This design comes from an exercise in tuning for small area on the open sky130 flow, not from production work.
The RTL was checked by simulation tests, not by an equivalence proof against the original design.
Power and IR drop assume default switching activity.

`flow/design.v`:
```
module tmr_unit #(
    parameter integer IDX = 0,
    parameter integer NT  = 4
) (
    input  wire              clk,
    input  wire              rst_n,
    input  wire              wr,
    input  wire              rd,
    input  wire [3:0]        off,
    input  wire [31:0]       wdata,
    input  wire              g_start,
    input  wire              g_stop,
    input  wire              g_reset,
    input  wire              snap,
    input  wire [7:0]        tin_rise,
    input  wire [7:0]        tin_fall,
    input  wire              c32_rise,
    input  wire              casc_in,
    input  wire [NT*6-1:0]   ev_prev,
    output wire              wrap,
    output wire [5:0]        ev,
    output reg  [31:0]       rdata,
    output wire              irq,
    output wire              rsv_err
);
    localparam [2:0] ACT_NONE  = 3'd0;
    localparam [2:0] ACT_GATE  = 3'd1;
    localparam [2:0] ACT_RESET = 3'd2;
    localparam [2:0] ACT_START = 3'd3;
    localparam [2:0] ACT_CLOCK = 3'd4;
    reg [1:0]  mode;
    reg [3:0]  clksel;
    reg [1:0]  edge_sel;
    reg [15:0] psc;
    reg [3:0]  asrc, bsrc;
    reg [2:0]  aevt, bevt, aact, bact;
    reg [3:0]  capsrc;
    reg [1:0]  capedge;
    reg [3:0]  wraparm, cmpen;
    reg [1:0]  s_mode;
    reg [3:0]  s_clksel;
    reg [1:0]  s_edge;
    reg [15:0] s_psc;
    reg [3:0]  s_asrc, s_bsrc;
    reg [2:0]  s_aevt, s_bevt, s_aact, s_bact;
    reg [3:0]  s_capsrc;
    reg [1:0]  s_capedge;
    reg [3:0]  s_wraparm, s_cmpen;
    reg        pend, cfg_reject, wrlock;
    reg [7:0]  reason, seq;
    reg [31:0] cnt, bufr, buf_act;
    reg [15:0] pcnt;
    reg        run, gate;
    reg [31:0] cmp [0:3];
    reg [3:0]  armed, first;
    reg [31:0] capq [0:3];
    reg [2:0]  capn;
    reg [31:0] snapv;
    reg [3:0]  f_cmp, f_late;
    reg        f_zero, f_cap, f_ovr;
    reg [6:0]  ien;
    wire w_cfg    = wr && off == 4'd0;
    wire w_trig   = wr && off == 4'd1;
    wire w_ccfg   = wr && off == 4'd2;
    wire w_ctrl   = wr && off == 4'd3;
    wire w_cnt    = wr && off == 4'd4;
    wire w_buf    = wr && off == 4'd5;
    wire w_stat   = wr && off == 4'd11;
    wire w_ien    = wr && off == 4'd12;
    wire w_commit = wr && off == 4'd15;
    wire r_cap    = rd && off == 4'd10;
    reg [31:0] rsv_mask;
    always @(*) begin
        case (off)
            4'd0:    rsv_mask = 32'h00FF_0000;
            4'd1:    rsv_mask = 32'h003F_003F;
            4'd2:    rsv_mask = 32'h03FF_FF00;
            4'd3:    rsv_mask = 32'hFFFF_FFF0;
            4'd11:   rsv_mask = 32'h07FF_0000;
            4'd12:   rsv_mask = 32'hFFFF_FF80;
            4'd15:   rsv_mask = 32'h1F00_00FC;
            default: rsv_mask = 32'h0000_0000;
        endcase
    end
    assign rsv_err = wr && ((wdata & rsv_mask) != 32'd0);
    function ev_sel;
        input [NT*6-1:0] evs;
        input [3:0]      src;
        input [2:0]      code;
        integer j, e;
        begin
            ev_sel = 1'b0;
            for (j = 0; j < NT; j = j + 1)
                for (e = 0; e < 6; e = e + 1)
                    if (src == j && code == e)
                        ev_sel = evs[j*6+e];
        end
    endfunction
    wire a_hit = ev_sel(ev_prev, asrc, aevt);
    wire b_hit = ev_sel(ev_prev, bsrc, bevt);
    reg run_c, gate_c, do_reset, do_start, do_capclr, clk_act;
    always @(*) begin
        run_c     = run;
        gate_c    = gate;
        do_reset  = 1'b0;
        do_start  = 1'b0;
        do_capclr = 1'b0;
        clk_act   = 1'b0;
        if (w_ctrl) begin
            if (wdata[0]) run_c = 1'b0;
            if (wdata[1]) do_reset = 1'b1;
            if (wdata[3]) do_capclr = 1'b1;
            if (wdata[2]) begin run_c = 1'b1; gate_c = 1'b0; do_start = 1'b1; end
        end
        if (g_start) begin run_c = 1'b1; gate_c = 1'b0; do_start = 1'b1; end
        if (g_stop)  run_c = 1'b0;
        if (g_reset) do_reset = 1'b1;
        if (a_hit) begin
            case (aact)
                ACT_GATE:  gate_c = ~gate_c;
                ACT_RESET: do_reset = 1'b1;
                ACT_START: if (!run_c) begin run_c = 1'b1; gate_c = 1'b0; do_start = 1'b1; end
                ACT_CLOCK: clk_act = 1'b1;
                default: ;
            endcase
        end
        if (b_hit) begin
            case (bact)
                ACT_GATE:  gate_c = ~gate_c;
                ACT_RESET: do_reset = 1'b1;
                ACT_START: if (!run_c) begin run_c = 1'b1; gate_c = 1'b0; do_start = 1'b1; end
                ACT_CLOCK: clk_act = 1'b1;
                default: ;
            endcase
        end
    end
    wire has_gate  = (aact == ACT_GATE) || (bact == ACT_GATE);
    wire has_clock = (aact == ACT_CLOCK) || (bact == ACT_CLOCK);
    reg src_edge;
    always @(*) begin
        src_edge = 1'b0;
        if (has_clock) src_edge = clk_act;
        else if (clksel == 4'd0) src_edge = 1'b1;
        else if (clksel == 4'd1) src_edge = c32_rise;
        else if (clksel <= 4'd9) begin
            case (edge_sel)
                2'd0: src_edge = tin_rise[clksel-4'd2];
                2'd1: src_edge = tin_fall[clksel-4'd2];
                2'd2: src_edge = tin_rise[clksel-4'd2] | tin_fall[clksel-4'd2];
                default: src_edge = 1'b0;
            endcase
        end else if (clksel == 4'd10) src_edge = casc_in;
    end
    wire        edge_ok = run_c && (!has_gate || gate_c) && src_edge && !do_reset && !w_cnt;
    wire [15:0] pcnt_b  = do_start ? 16'd0 : pcnt;
    wire        tick    = edge_ok && (pcnt_b == psc);
    reg  [15:0] pcnt_n;
    always @(*) begin
        if (do_reset || w_cnt) pcnt_n = 16'd0;
        else if (edge_ok)      pcnt_n = tick ? 16'd0 : pcnt_b + 16'd1;
        else                   pcnt_n = pcnt_b;
    end
    wire down = ~mode[1];
    assign wrap = tick && (down ? (cnt == 32'd0)
                                : (cnt == buf_act || cnt == 32'hFFFF_FFFF));
    reg [31:0] cnt_n;
    always @(*) begin
        cnt_n = cnt;
        if (do_reset)  cnt_n = down ? bufr : 32'd0;
        else if (tick) begin
            if (wrap)      cnt_n = down ? bufr : 32'd0;
            else if (down) cnt_n = cnt - 32'd1;
            else           cnt_n = cnt + 32'd1;
        end
        if (w_cnt) cnt_n = wdata;
    end
    wire run_n = run_c && !(wrap && mode[0]);
    wire discard  = w_commit && wdata[1];
    wire boundary = wrap || !run;
    wire apply    = pend && boundary && !discard;
    reg [7:0] v_reason;
    always @(*) begin
        v_reason = 8'h00;
        if (s_clksel > 4'd10 || s_edge == 2'd3 || s_capedge == 2'd3 ||
            s_aevt > 3'd5 || s_bevt > 3'd5 || s_aact > 3'd4 || s_bact > 3'd4 ||
            (s_capsrc > 4'd9 && s_capsrc != 4'd15))
            v_reason = 8'h01;
        else if ((IDX == 0 && s_clksel == 4'd10) ||
                 (s_aact == ACT_CLOCK && s_bact == ACT_CLOCK) ||
                 ((s_aact == ACT_CLOCK || s_bact == ACT_CLOCK) && s_clksel == 4'd10))
            v_reason = 8'h02;
    end
    wire accept = apply && v_reason == 8'h00;
    wire refuse = apply && v_reason != 8'h00;
    reg [3:0]  fire, late_set, arm, armed_n, first_n;
    reg [31:0] d;
    integer k;
    always @(*) begin
        for (k = 0; k < 4; k = k + 1) begin
            d = down ? cmp[k] - cnt_n : cnt_n - cmp[k];
            fire[k]     = armed[k] && !d[31];
            late_set[k] = fire[k] && (d != 32'd0) && first[k];
            arm[k]      = cmpen[k] && ((wr && off == 4'd6 + k) ||
                                       (wrap && wraparm[k]) || do_reset);
            if (accept && s_cmpen[k] && !cmpen[k]) arm[k] = 1'b1;
            armed_n[k]  = arm[k] || (armed[k] && !fire[k]);
            if (accept && !s_cmpen[k]) armed_n[k] = 1'b0;
            first_n[k]  = arm[k] ? 1'b1 : (armed[k] ? 1'b0 : first[k]);
        end
    end
    reg cap_ev;
    always @(*) begin
        cap_ev = 1'b0;
        if (capsrc <= 4'd7) begin
            case (capedge)
                2'd0: cap_ev = tin_rise[capsrc[2:0]];
                2'd1: cap_ev = tin_fall[capsrc[2:0]];
                2'd2: cap_ev = tin_rise[capsrc[2:0]] | tin_fall[capsrc[2:0]];
                default: cap_ev = 1'b0;
            endcase
        end else if (capsrc == 4'd8) cap_ev = a_hit;
        else if (capsrc == 4'd9) cap_ev = b_hit;
    end
    wire       pop    = r_cap && capn != 3'd0;
    wire [2:0] capn_p = do_capclr ? 3'd0 : (pop ? capn - 3'd1 : capn);
    wire       store  = cap_ev && capn_p != 3'd4;
    wire       lost   = cap_ev && capn_p == 3'd4;
    assign ev = {cap_ev, fire, wrap};
    integer i;
    always @(posedge clk) begin
        if (!rst_n) begin
            mode <= 2'd0; clksel <= 4'd0; edge_sel <= 2'd0; psc <= 16'd0;
            asrc <= 4'd0; aevt <= 3'd0; aact <= 3'd0;
            bsrc <= 4'd0; bevt <= 3'd0; bact <= 3'd0;
            capsrc <= 4'hF; capedge <= 2'd0; wraparm <= 4'hF; cmpen <= 4'h0;
            s_mode <= 2'd0; s_clksel <= 4'd0; s_edge <= 2'd0; s_psc <= 16'd0;
            s_asrc <= 4'd0; s_aevt <= 3'd0; s_aact <= 3'd0;
            s_bsrc <= 4'd0; s_bevt <= 3'd0; s_bact <= 3'd0;
            s_capsrc <= 4'hF; s_capedge <= 2'd0; s_wraparm <= 4'hF; s_cmpen <= 4'h0;
            pend <= 1'b0; cfg_reject <= 1'b0; wrlock <= 1'b0;
            reason <= 8'd0; seq <= 8'd0;
            cnt <= 32'd0; bufr <= 32'd0; buf_act <= 32'd0; pcnt <= 16'd0;
            run <= 1'b0; gate <= 1'b0;
            for (i = 0; i < 4; i = i + 1) begin
                cmp[i]  <= 32'd0;
                capq[i] <= 32'd0;
            end
            armed <= 4'd0; first <= 4'd0; capn <= 3'd0; snapv <= 32'd0;
            f_cmp <= 4'd0; f_late <= 4'd0; f_zero <= 1'b0; f_cap <= 1'b0; f_ovr <= 1'b0;
            ien <= 7'd0;
        end else begin
            cnt  <= cnt_n;
            pcnt <= pcnt_n;
            run  <= run_n;
            gate <= gate_c;
            if (w_buf) bufr <= wdata;
            if (do_reset || wrap) buf_act <= bufr;
            if (snap) snapv <= cnt_n;
            if (w_ien) ien <= wdata[6:0];
            for (i = 0; i < 4; i = i + 1)
                if (wr && off == 4'd6 + i) cmp[i] <= wdata;
            armed <= armed_n;
            first <= first_n;
            if (pop) begin
                capq[0] <= capq[1];
                capq[1] <= capq[2];
                capq[2] <= capq[3];
            end
            if (store) capq[capn_p[1:0]] <= cnt_n;
            capn <= capn_p + (store ? 3'd1 : 3'd0);
            f_cmp  <= ((w_stat ? f_cmp  & ~wdata[3:0]  : f_cmp))  | fire;
            f_late <= ((w_stat ? f_late & ~wdata[11:8] : f_late)) | late_set;
            f_zero <= ((w_stat ? f_zero & ~wdata[4]    : f_zero)) | wrap;
            f_cap  <= ((w_stat ? f_cap  & ~wdata[5]    : f_cap))  | cap_ev;
            f_ovr  <= ((w_stat ? f_ovr  & ~wdata[6]    : f_ovr))  | lost;
            if ((w_cfg || w_trig || w_ccfg) && pend) wrlock <= 1'b1;
            else if (w_commit && wdata[29]) wrlock <= 1'b0;
            if (w_cfg && !pend) begin
                s_mode <= wdata[31:30]; s_clksel <= wdata[29:26];
                s_edge <= wdata[25:24]; s_psc <= wdata[15:0];
            end
            if (w_trig && !pend) begin
                s_asrc <= wdata[31:28]; s_aevt <= wdata[27:25]; s_aact <= wdata[24:22];
                s_bsrc <= wdata[15:12]; s_bevt <= wdata[11:9];  s_bact <= wdata[8:6];
            end
            if (w_ccfg && !pend) begin
                s_capsrc <= wdata[31:28]; s_capedge <= wdata[27:26];
                s_wraparm <= wdata[7:4]; s_cmpen <= wdata[3:0];
            end
            if (w_commit && wdata[30]) cfg_reject <= 1'b0;
            if (discard) begin
                s_mode <= mode; s_clksel <= clksel; s_edge <= edge_sel; s_psc <= psc;
                s_asrc <= asrc; s_aevt <= aevt; s_aact <= aact;
                s_bsrc <= bsrc; s_bevt <= bevt; s_bact <= bact;
                s_capsrc <= capsrc; s_capedge <= capedge;
                s_wraparm <= wraparm; s_cmpen <= cmpen;
            end
            if (apply) pend <= 1'b0;
            if (discard) pend <= 1'b0;
            if (w_commit && wdata[0] && (!pend || discard)) pend <= 1'b1;
            if (accept) begin
                mode <= s_mode; clksel <= s_clksel; edge_sel <= s_edge; psc <= s_psc;
                asrc <= s_asrc; aevt <= s_aevt; aact <= s_aact;
                bsrc <= s_bsrc; bevt <= s_bevt; bact <= s_bact;
                capsrc <= s_capsrc; capedge <= s_capedge;
                wraparm <= s_wraparm; cmpen <= s_cmpen;
                seq <= seq + 8'd1;
            end
            if (refuse) begin
                cfg_reject <= 1'b1;
                reason <= v_reason;
            end
        end
    end
    wire [31:0] stat = {run, (has_gate ? gate : 1'b1), capn, 11'd0,
                        armed, f_late, 1'b0, f_ovr, f_cap, f_zero, f_cmp};
    assign irq = |({f_ovr, f_cap, f_zero, f_cmp} & ien);
    always @(*) begin
        case (off)
            4'd0:  rdata = {mode, clksel, edge_sel, 8'd0, psc};
            4'd1:  rdata = {asrc, aevt, aact, 6'd0, bsrc, bevt, bact, 6'd0};
            4'd2:  rdata = {capsrc, capedge, 18'd0, wraparm, cmpen};
            4'd4:  rdata = cnt;
            4'd5:  rdata = bufr;
            4'd6:  rdata = cmp[0];
            4'd7:  rdata = cmp[1];
            4'd8:  rdata = cmp[2];
            4'd9:  rdata = cmp[3];
            4'd10: rdata = (capn != 3'd0) ? capq[0] : 32'd0;
            4'd11: rdata = stat;
            4'd12: rdata = {25'd0, ien};
            4'd13: rdata = snapv;
            4'd15: rdata = {pend, cfg_reject, wrlock, 5'd0, reason, seq, 7'd0, pend};
            default: rdata = 32'd0;
        endcase
    end
endmodule
module tmr_bank (
    input  wire        clk,
    input  wire        rst_n,
    input  wire        reg_we,
    input  wire        reg_re,
    input  wire [6:0]  reg_addr,
    input  wire [31:0] reg_wdata,
    output reg  [31:0] reg_rdata,
    output reg         range_err,
    input  wire [7:0]  tin,
    input  wire        clk32k,
    output wire [7:0]  tout,
    output wire [3:0]  irq
);
    localparam integer NT = 4;
    reg [7:0] tin_s1, tin_s2, tin_s3;
    reg       c32_s1, c32_s2, c32_s3;
    always @(posedge clk) begin
        if (!rst_n) begin
            tin_s1 <= 8'd0; tin_s2 <= 8'd0; tin_s3 <= 8'd0;
            c32_s1 <= 1'b0; c32_s2 <= 1'b0; c32_s3 <= 1'b0;
        end else begin
            tin_s1 <= tin;    tin_s2 <= tin_s1; tin_s3 <= tin_s2;
            c32_s1 <= clk32k; c32_s2 <= c32_s1; c32_s3 <= c32_s2;
        end
    end
    wire [7:0] tin_rise = tin_s2 & ~tin_s3;
    wire [7:0] tin_fall = ~tin_s2 & tin_s3;
    wire       c32_rise = c32_s2 & ~c32_s3;
    wire        sh_sel = reg_addr[6];
    wire [1:0]  tsel   = reg_addr[5:4];
    wire [3:0]  toff   = reg_addr[3:0];
    wire        w_snap = reg_we && sh_sel && reg_addr[5:0] == 6'h00;
    wire        w_gcmd = reg_we && sh_sel && reg_addr[5:0] == 6'h01;
    wire        w_tout = reg_we && sh_sel && reg_addr[5:3] == 3'b001;
    wire [2:0]  tout_i = reg_addr[2:0];
    wire [1:0]  gcmd = reg_wdata[17:16];
    wire [NT-1:0]    wrap;
    wire [NT*6-1:0]  ev;
    reg  [NT*6-1:0]  ev_q;
    wire [NT*32-1:0] t_rdata;
    wire [NT-1:0]    t_rsv;
    genvar n;
    generate
        for (n = 0; n < NT; n = n + 1) begin : g_tmr
            wire casc;
            if (n == 0) begin : g_c0
                assign casc = 1'b0;
            end else begin : g_cn
                assign casc = wrap[n-1];
            end
            tmr_unit #(.IDX(n), .NT(NT)) u_tmr (
                .clk      (clk),
                .rst_n    (rst_n),
                .wr       (reg_we && !sh_sel && tsel == n),
                .rd       (reg_re && !sh_sel && tsel == n),
                .off      (toff),
                .wdata    (reg_wdata),
                .g_start  (w_gcmd && reg_wdata[n] && gcmd == 2'd1),
                .g_stop   (w_gcmd && reg_wdata[n] && gcmd == 2'd2),
                .g_reset  (w_gcmd && reg_wdata[n] && gcmd == 2'd3),
                .snap     (w_snap && reg_wdata[n]),
                .tin_rise (tin_rise),
                .tin_fall (tin_fall),
                .c32_rise (c32_rise),
                .casc_in  (casc),
                .ev_prev  (ev_q),
                .wrap     (wrap[n]),
                .ev       (ev[n*6 +: 6]),
                .rdata    (t_rdata[n*32 +: 32]),
                .irq      (irq[n]),
                .rsv_err  (t_rsv[n])
            );
        end
    endgenerate
    always @(posedge clk) begin
        if (!rst_n) ev_q <= {NT*6{1'b0}};
        else        ev_q <= ev;
    end
    reg       to_en    [0:7];
    reg       to_pol   [0:7];
    reg       to_init  [0:7];
    reg       to_level [0:7];
    reg [3:0] to_src   [0:7];
    reg [2:0] to_set   [0:7];
    reg [2:0] to_clr   [0:7];
    function src_ev;
        input [NT*6-1:0] evs;
        input [3:0]      src;
        input [2:0]      code;
        integer j, e;
        begin
            src_ev = 1'b0;
            for (j = 0; j < NT; j = j + 1)
                for (e = 0; e < 6; e = e + 1)
                    if (src == j && code == e)
                        src_ev = evs[j*6+e];
        end
    endfunction
    wire tout_bad = reg_wdata[23:21] == 3'd6 || reg_wdata[20:18] == 3'd6;
    integer m;
    always @(posedge clk) begin
        if (!rst_n) begin
            for (m = 0; m < 8; m = m + 1) begin
                to_en[m] <= 1'b0; to_pol[m] <= 1'b0; to_init[m] <= 1'b0;
                to_level[m] <= 1'b0; to_src[m] <= 4'd0;
                to_set[m] <= 3'd7; to_clr[m] <= 3'd7;
            end
        end else begin
            for (m = 0; m < 8; m = m + 1) begin
                if (w_tout && tout_i == m && !tout_bad) begin
                    to_en[m]    <= reg_wdata[31];
                    to_pol[m]   <= reg_wdata[30];
                    to_init[m]  <= reg_wdata[29];
                    to_src[m]   <= reg_wdata[27:24];
                    to_set[m]   <= reg_wdata[23:21];
                    to_clr[m]   <= reg_wdata[20:18];
                    to_level[m] <= reg_wdata[29];
                end else begin
                    case ({src_ev(ev, to_src[m], to_set[m]), src_ev(ev, to_src[m], to_clr[m])})
                        2'b10:   to_level[m] <= 1'b1;
                        2'b01:   to_level[m] <= 1'b0;
                        2'b11:   to_level[m] <= ~to_level[m];
                        default: ;
                    endcase
                end
            end
        end
    end
    genvar p;
    generate
        for (p = 0; p < 8; p = p + 1) begin : g_tout
            assign tout[p] = to_en[p] & (to_level[p] ^ to_pol[p]);
        end
    endgenerate
    reg [31:0] rd_mux;
    always @(*) begin
        rd_mux = 32'd0;
        if (!sh_sel)
            rd_mux = t_rdata[tsel*32 +: 32];
        else if (reg_addr[5:0] == 6'h02)
            rd_mux = {{(32-NT){1'b0}}, irq};
        else if (reg_addr[5:3] == 3'b001)
            rd_mux = {to_en[tout_i], to_pol[tout_i], to_init[tout_i], to_level[tout_i],
                      to_src[tout_i], to_set[tout_i], to_clr[tout_i], 18'd0};
    end
    reg sh_rsv;
    always @(*) begin
        sh_rsv = 1'b0;
        if (w_snap) sh_rsv = reg_wdata[31:16] != 16'd0;
        if (w_gcmd) sh_rsv = reg_wdata[31:18] != 14'd0;
        if (reg_we && sh_sel && reg_addr[5:0] == 6'h02) sh_rsv = reg_wdata[31:16] != 16'd0;
        if (w_tout) sh_rsv = tout_bad || reg_wdata[17:0] != 18'd0;
    end
    always @(posedge clk) begin
        if (!rst_n) begin
            reg_rdata <= 32'd0;
            range_err <= 1'b0;
        end else begin
            if (reg_re) reg_rdata <= rd_mux;
            range_err <= sh_rsv || (|t_rsv);
        end
    end
endmodule
```
`flow/run.sh`:
```
#!/bin/bash
# synth_recipe.tcl (not shown) runs the flow's synth.tcl, then flattens the netlist and writes it again
# the make line also repeats each setting of config.mk as NAME=value (left out here)
make -C /OpenROAD-flow-scripts/flow DESIGN_CONFIG=/design/flow/config.mk WORK_HOME=/design/flow/orfs CLKGATE_MAP_FILE= SYNTH_SCRIPT=/design/flow/synth_recipe.tcl finish
```
`flow/config.mk`:
```
export PLATFORM = sky130hd
export DESIGN_NAME = tmr_bank
export DESIGN_NICKNAME = tmr_bank
export VERILOG_FILES = /design/flow/design.v
export SDC_FILE = /design/flow/constraint.sdc
export NUM_CORES = 8
export LEC_CHECK = 0
export CAP_MARGIN = 20
export CORE_MARGIN = 2
export CORE_UTILIZATION = 30
export PLACE_DENSITY = 0.45
export SLEW_MARGIN = 20
```
`flow/constraint.sdc`:
```
create_clock -name core_clock -period 20.0 [get_ports {clk}]
set_input_delay 4.0000 -clock core_clock [delete_from_list [all_inputs] [get_ports {clk}]]
set_output_delay 4.0000 -clock core_clock [all_outputs]
set_load 0.01 [all_outputs]
```
==> flow_metrics.tcl <==
set metrics [dict create \
    vias_per_cell 6.15 \
    hpwl_um 767000 \
    finalClockSkew_ns 0.0884 \
    r2r-start "g_tmr[2].u_tmr.aevt[0]" \
    max_stage_delay_ns 1.10 \
    clkLatencyLatePin_ns 1.10 \
    grt_max_degree 120 \
    relSlewSlack 0.0864 \
    die_h_um 773 \
    power.density_nw_per_um2 66.5 \
    critPathMaxFanout 33 \
    finalSetupTns_ns 0 \
    grt_pass1_vias 172000 \
    synth_area_sq_um 178000 \
    holdCritStartpoint "g_tmr[3].u_tmr.s_psc[4]" \
    avgRoutedWirePerCell_um 34.0 \
    routed_wl_um 1060000 \
    area_delta_synth_final_pct 11.7 \
    drc 0 \
    crit_family "compound AO/OA/AOI/OAI gates" \
    syn_nets 24900 \
    fin_area_sq_um 198000 \
    fmax_mhz 57.2 \
    final_max_slew_viol_count 0 \
    p_leak_nw 75.8 \
    min_path_type "reg2reg" \
    worstMarginPinSlew_ns 1.37 \
    cts.sinks 2436 \
    required_ns 20.92 \
    hold-path-endpoint "g_tmr[3].u_tmr.psc[4]" \
    layout_setup_ws_ns 2.53 \
    post_synth_num_cell_types 124 \
    cts_setup_buffers 0 \
    ir_drop_mv 0.0613 \
    finalCriticalPeriod_ns 17.47 \
    worstReg2RegEnd "to_level[1]" \
    placed_area_sq_um 187000 \
    startpoint_type "input port" \
    final_cell_mix "3616 x nand2_1, 2671 x a21oi_1, 1920 x dfxtp_1" \
    fillers 62600 \
    crit_top_cell "buf_4" \
    die_w_um 773 \
    critPathKind "in2reg" \
    grt_pass1_wl_um 1430000 \
    drive_gt1_frac 0.0684 \
    cts_buffers 311 \
    reg2reg_depth 42 \
    cts-root-buf "clkbuf_16" \
    seq_area_frac_synth 0.304 \
    core_area_sq_um 590000 \
    io_buffers 96 \
    post_cts_resized 0 \
    antenna_found_initial 113 \
    cp_data_arrival_time_ns 18.39 \
    syn_inst 23700 \
    synth_seq_cells 2436 \
    postCtsHoldBufs 0 \
    clk_pin_slew_ns 0.06 \
    final_common_cell "nand2_1" \
    gp_congestion 1.02 \
    final-setup-viol-count 0 \
    final_nets 24200 \
    start_util 0.301 \
    synth_ff_type "dfxtp_1" \
    dp_slack_ns 2.09 \
    pin_count 97 \
    std_cell_rows 282 \
    htree_levels 5 \
    yosys_warnings 16 \
    cts_tree "built" \
    fin_total_pwr_mw 13.2 \
    dr.pass1.iters 9 \
    setup.worst_path.end_class "flip-flop" \
    critPathBufInv 8 \
    hold_depth 2 \
    cts_buffer_depth 4 \
    maxCapViolations 0 \
    rsz0062_at_grt "false" \
    async_reset_ff_frac 0 \
    hold_viol_final 0 \
    synth-edff-count 512 \
    status "finished clean" \
    track_usage 0.334 \
    syn_area_per_cell_sq_um 7.50 \
    dieArea_sq_um 598000 \
    reg2reg_slack_ns 6.15 \
    critical-path-slowest-cell "nor4b_2" \
    grt.overflow.total 0 \
    drtIter0Drc 27700 \
    num_vias 191000 \
    postRouteAntennaNets 0 \
    finalCritPeriodShare 0.873 \
]
-- flip-flops by register name, indices dropped and copies added, names as in the netlist, 24 cells and up --
| name | cells |
|---|---|
| g_tmr.u_tmr.capq | 512 |
| g_tmr.u_tmr.bufr | 128 |
| g_tmr.u_tmr.psc | 64 |
| to_set | 24 |
| g_tmr.u_tmr.snapv | 128 |
| reg_rdata | 32 |
| g_tmr.u_tmr.s_psc | 64 |
| g_tmr.u_tmr.cnt | 128 |
| g_tmr.u_tmr.seq | 32 |
| g_tmr.u_tmr.ien | 28 |
| to_clr | 24 |
| ev_q | 24 |
| g_tmr.u_tmr.cmp | 512 |
| g_tmr.u_tmr.pcnt | 64 |
| g_tmr.u_tmr.buf_act | 128 |
| to_src | 32 |
-- how the worst max path moves through the flow --
stage / startpoint / end / slack [ns] / cells after the start
2_1_floorplan: reg_addr[4] / to_level[2] / 6.27 / 46
4_1_cts: reg_addr[6] / to_level[3] / 3.13 / 46
3_3_place_gp: reg_addr[3] / to_level[3] / 1.96 / 43
5_1_grt: reg_addr[6] / to_level[3] / 2.27 / 48
6_report: reg_addr[6] / to_level[3] / 2.53 / 48
3_5_place_dp: reg_addr[6] / to_level[3] / 2.09 / 46
-- per-stage QoR --
step,std cells,hold slack (ns),util
2_1_floorplan,23700,0.412,-
3_3_place_gp,30400,0.414,0.318
3_5_place_dp,30400,0.422,0.318
4_1_cts,31000,0.405,0.336
5_1_grt,31000,0.434,0.336
6_report,31100,0.407,0.336
-- layer usage --
layer / vias up / global-route usage / share of wire
li1: 83500 / - / -
met4: 52 / 0.210 / 0.072
met1: 93500 / 0.435 / 0.40
met2: 11800 / 0.478 / 0.41
met3: 2450 / 0.102 / 0.12
met5: - / 0 / 0.00033
-- synth_stat cells (all sizes together), types with 294 or more instances --
master	number	area [sq um]
a21oi	2684	13400
xnor2	401	3510
nor2	1823	6840
dfxtp	1924	38500
clkbuf	1610	6040
nand3	969	4850
nand2	3642	13700
a21o	583	4380
nand4	372	2350
inv	1066	4000
ha	1152	14400
nor3	326	1650
a211oi	294	2220
mux2i	487	4880
o21ai	1622	8120
edfxtp	512	15400
xor2	372	3260
-- worst reg2reg max path, delay by kind of cell, from the launching register on --
kind / cells / cell delay (ns)
mux: 2 / 0.43
compound gates: 20 / 5.30
simple gates: 15 / 5.77
fa+ha+maj: 2 / 0.47
xor+xnor: 1 / 0.25
flops: 1 / 0.92
buf+inv: 2 / 0.52
-- where the power goes --
group          internal, mW  switching (mW)  total, mW
clock network          3.51            2.64       6.15
registers              5.06          0.0384       5.10
logic                 0.550            1.38       1.94
total                  9.12            4.06       13.2
-- cells by family after synthesis --
| group | Yosys count | share of synthesized area |
|---|---|---|
| AND/OR/NAND/NOR | 8237 | 0.207 |
| AO/OA/AOI/OAI | 7603 | 0.269 |
| buffers and inverters | 2859 | 0.0611 |
| flip-flops | 2436 | 0.304 |
| adder cells (fa/ha/maj) | 1190 | 0.0854 |
| XOR/XNOR | 773 | 0.0381 |
| multiplexers | 584 | 0.0364 |
-- area by class of cell --
class	count	area, sq um	share of cell area
antenna	82	205	0.00103
clock buffer	438	8970	0.0452
clock inverter	136	1720	0.00869
inverter	1076	4060	0.0204
multi-input combinational	18400	114000	0.575
sequential	2436	53900	0.272
tap	7810	9770	0.0493
timing repair buffer	721	5750	0.0290

-- re-timing with driven ports --
The flow's constraints put no driver on any port. The routed layout listed below was extracted and timed again, unchanged, in two steps. Step 1 assumes that a clkbuf_16 drives the clock port and a buf_2 every other input. Step 2 also shifts input and output timing later by t, the mid clock arrival at the registers, as if the neighbouring blocks saw the same clock. Slacks: no drivers / after step 1 / after step 2; pairs: no drivers / after step 1.
t (ns): 1.163
setup slack, ns: 2.532 / 2.547 / 1.384
worst slew at a driven data input, ns: 0.25
After both steps this run still meets setup and hold. The setup slack of this run moves by +0.015 ns with the drivers and by -1.148 ns with both steps.
